Source: an optimization exercise on an open RTL-to-GDS flow (aim: small area, a short achievable clock period and few clock cycles). Production flows keep margins and buffers that such runs may drop.
The RTL was checked by simulation tests, not by an equivalence proof against the original design.
No activity file was given, so power comes from the tool's default toggle rates.

==> run P: inputs <==
## courier_core
module courier_core (
    input  wire        clk,
    input  wire        rst,           
    output wire [13:0] imem_addr,
    input  wire [31:0] imem_rdata,
    output wire [9:0]  dmem_addr,
    output wire        dmem_we,
    output wire [3:0]  dmem_be,
    output wire [31:0] dmem_wdata,
    input  wire [31:0] dmem_rdata,
    output reg         halted,
    output reg  [3:0]  halt_cause,    
    output reg  [31:0] halt_info,
    output reg  [14:0] halt_pc
);
Settings: LEC_CHECK=0, ABC_CLOCK_PERIOD_IN_PS=4000, CAP_MARGIN=60, CORE_MARGIN=2, CORE_UTILIZATION=40, PLACE_DENSITY=0.6, SLEW_MARGIN=60; clock period 15.0 ns.
run.sh (not shown) runs the stock make flow with config.mk's settings and CLKGATE_MAP_FILE= SYNTH_SCRIPT=/design/flow/synth_recipe.tcl, a recipe that flattens the netlist after the stock synthesis.
==> inputs of run K, as changes to run P <==
--- a/flow/design.v
+++ b/flow/design.v
@@ -46,11 +46,10 @@
             end
     end
     reg        i_v;
     reg [14:0] i_pc;
     reg [31:0] i_w;
-    reg [20:0] i_btgt;              
     reg [4:0]  i_rbp;               
     reg        i_bnext;             
     reg        e_v;
     reg [14:0] e_pc;
     reg [31:0] e_A, e_B;
@@ -69,10 +68,11 @@
     reg [3:0]  e_cond;
     reg [20:0] e_btgt;
     reg        e_ptrap, e_yield;
     reg [3:0]  e_pcause;
     reg [1:0]  e_shk;               
+    reg [4:0]  e_sh;                
     reg [2:0]  e_cnt;               
     reg        e_mul;
     reg [31:0] e_ms, e_mc;          
     reg        m_v, m_ld;
     reg [4:0]  m_rd;
@@ -183,14 +183,13 @@
     wire [31:0] bx      = e_sub ? ~eB : eB;
     wire [32:0] sum     = ks_add(eA, bx, e_sub);
     wire        z_add   = ((eA ^ bx) == {(eA[30:0] | bx[30:0]), e_sub});
     wire        add_v   = (eA[31] == bx[31]) && (sum[31] != eA[31]);
     wire [31:0] fhi     = (e_shk == 2'd3) ? eA : (e_shk == 2'd2) ? {32{eA[31]}} : 32'd0;
-    wire [63:0] fsh     = {fhi, eA} >> eB[4:0];
+    wire [63:0] fsh     = {fhi, eA} >> e_sh;
     wire [31:0] shr_r   = fsh[31:0];
-    wire [4:0]  shl_amt = e_sel[R_BFI] ? e_imm[4:0] : eB[4:0];
-    wire [31:0] shl_r   = eA << shl_amt;
+    wire [31:0] shl_r   = eA << e_sh;
     wire [4:0]  bf_p    = e_imm[4:0];
     wire [4:0]  bf_wm1  = e_imm[9:5];
     wire [4:0]  bf_top  = bf_p + bf_wm1;
     reg  [31:0] bf_mask, bfi_m;
     integer k;
@@ -239,12 +238,13 @@
         | ({32{e_sel[R_PASSB]}} & eB);
     wire [31:0] e_res = e_res_o | ({32{e_sel[R_ADD]}} & sum[31:0]);
     wire        e_z   = e_sel[R_ADD] ? z_add : (e_res_o == 32'd0);
     wire [32:0] agu_s    = ks_add(eA, {{16{e_imm[15]}}, e_imm}, 1'b0);
     wire [31:0] agu      = agu_s[31:0];
-    wire [2:0]  e_nbytes = (e_size == 2'd2) ? 3'd4 : (e_size == 2'd1) ? 3'd2 : 3'd1;
-    wire        m_range  = ({1'b0, agu} + {30'd0, e_nbytes}) > 33'd4096;
+    wire        m_range  = (agu[31:12] != 20'd0) ||
+                           ((e_size == 2'd2) && (agu[11:2] == 10'h3FF) && (agu[1:0] != 2'd0)) ||
+                           ((e_size == 2'd1) && (agu[11:0] == 12'hFFF));
     wire        m_align  = (e_size == 2'd2) ? (agu[1:0] != 2'b00) :
                            (e_size == 2'd1) ? agu[0] : 1'b0;
     wire        m_trap   = (e_ld || e_st) && (m_range || m_align);
     wire        st_ok    = (agu[31:12] == 20'd0) && !m_align;
     wire        br_take  = e_br && cond_holds(e_cond, fz, fn, fc, fv);
@@ -303,11 +303,11 @@
     wire        f_hit_b = e_fwd && (e_rd == d_rbp);
     wire [31:0] d_va = f_hit_a ? e_res : m_hit_a ? m_res : w_hit_a ? w_val : rf_a;
     wire [31:0] d_vb = f_hit_b ? e_res : m_hit_b ? m_res : w_hit_b ? w_val : rf_b;
     wire [5:0]  bf_w   = {1'b0, d_imm[9:5]} + 6'd1;
     wire        bf_bad = ({1'b0, d_imm[4:0]} + bf_w) > 6'd32;
-    wire [20:0] d_btgt = i_btgt;
+    wire [20:0] d_btgt = {6'd0, d_pc} + {di[19], di[19:0]};
     wire [14:0] d_link = d_pc + 15'd1;
     reg [NSEL-1:0] n_sel;
     reg        n_sub, n_wr, n_zn, n_cv, n_ld, n_st, n_br, n_bl, n_jr, n_ptrap, n_yield, n_mul;
     reg        n_useb;
     reg [1:0]  n_size, n_shk;
@@ -458,11 +458,10 @@
                      (di[25:22] != 4'hF) && !d_pc[14];
     wire d_fstable = !(e_v && (e_zn || e_cv));
     wire d_tok     = !(d_btgt[20] || (d_btgt[19:14] != 6'd0)) && !i_bnext;
     wire d_pt      = d_isbr && d_tok &&
                      (d_fstable ? cond_holds(di[25:22], fz, fn, fc, fv) : di[19]);
-    wire [32:0] i_btgt_n = ks_add({17'd0, a_pc}, {{12{imem_rdata[19]}}, imem_rdata[19:0]}, 1'b0);
     wire d_redirect = d_pt && !i_pt && !e_hold && !e_redirect;
     assign imem_addr  = pc_f[13:0];
     assign dmem_addr  = m_addr;
     assign dmem_we    = m_st;
     assign dmem_be    = m_be;
@@ -510,11 +509,10 @@
         if (e_redirect || d_redirect) a_pt <= 1'b0;
         else a_pt <= bt_hit;
         a_ptgt <= bt_t;
         if (!e_redirect && !d_redirect && !e_hold) begin
             i_pc <= a_pc; i_w <= imem_rdata; i_pt <= a_pt; i_ptgt <= a_ptgt;
-            i_btgt <= i_btgt_n[20:0];
             i_bnext <= (imem_rdata[19:0] == 20'd1);
             i_rbp <= ((imem_rdata[31:26] == 6'h00) && (imem_rdata[5:4] == 2'b00)) ?
                      imem_rdata[15:11] : imem_rdata[25:21];
         end
         if (!e_hold) begin
@@ -526,14 +524,19 @@
             e_jr <= n_jr; e_cond <= di[25:22]; e_btgt <= d_btgt;
             e_pt <= d_pt || i_pt; e_ptb <= i_pt; e_ptgt <= i_ptgt;
             e_seq <= d_link; e_bok <= d_tok;
             e_ptrap <= n_ptrap; e_yield <= n_yield; e_pcause <= n_pcause;
             e_shk <= n_shk; e_mul <= n_mul; e_ms <= 32'd0; e_mc <= 32'd0;
+            e_sh <= n_sel[R_BFI] ? d_imm[4:0] :
+                    (n_sel[R_SHR] || n_sel[R_SHL] || n_sel[R_BFX]) ? d_B[4:0] : 5'd0;
         end else begin
             if (e_wait) begin
                 if (e_wa == 2'd1) e_A <= w_val;
-                if (e_wb == 2'd1) e_B <= w_val;
+                if (e_wb == 2'd1) begin
+                    e_B <= w_val;
+                    if (e_sel[R_SHR] || e_sel[R_SHL]) e_sh <= w_val[4:0];
+                end
             end else if (e_cnt != 3'd0) begin
                 if (e_mul) begin
                     if (e_cnt == 3'd1) begin
                         e_A <= cs_s; e_B <= cs_c;
                     end else begin
==> summary of the runs <==
Of run P and run K, run P has the higher die area (gap about 1.6%, measured against run K).
Of run P and run K, run P has the higher count of clock-buffer cells in the layout (gap 16).
Flip-flop and latch count: run K is lower than run P (16).
Between run K and run P, the lower first-iteration DRC count is in run P (gap 3.7%, measured against run P).
Between run K and run P, the lower combinational power is in run K (gap about 6%, measured against run P).
In run K the register-to-register slack is better than in run P, by 110 ps.
Setup slack: run P is lower than run K (110 ps).
In run K the worst hold slack is lower than in run P, by 6.9 ps.
Fmax: run K is larger than run P (1.8%).
Testbench counts of run P, summed over its fixed seeds: cycles 246,413.
Testbench counts of run K, summed over its fixed seeds: cycles 246,413.

separate check: timing with driven ports:
No port has a modelled driver above. Below, the same layouts with a new extraction and two added sets of constraints.
Step 1 assumes that a clkbuf_16 drives the clock port and a buf_2 every other input.
Step 2 times the ports against the registers' clock, not the clock port: input delays grow and output delays shrink by t, the midpoint of the rising clock arrivals with the driver on.
Slacks: ideal ports / drivers / drivers and shift; pairs: ideal ports / drivers.
run | t (ns) | setup WS [ns] | hold WS [ns]
run P | 0.938 | 8.695 / 8.695 / 7.873 | 0.323 / 0.323 / 0.323
run K | 0.932 | 8.806 / 8.806 / 8.643 | 0.316 / 0.316 / 0.316
After both steps setup and hold are still met in every run listed. The setup slack of run P, which loses most, moves by 0.000 ns with the drivers and by -0.822 ns with both steps.
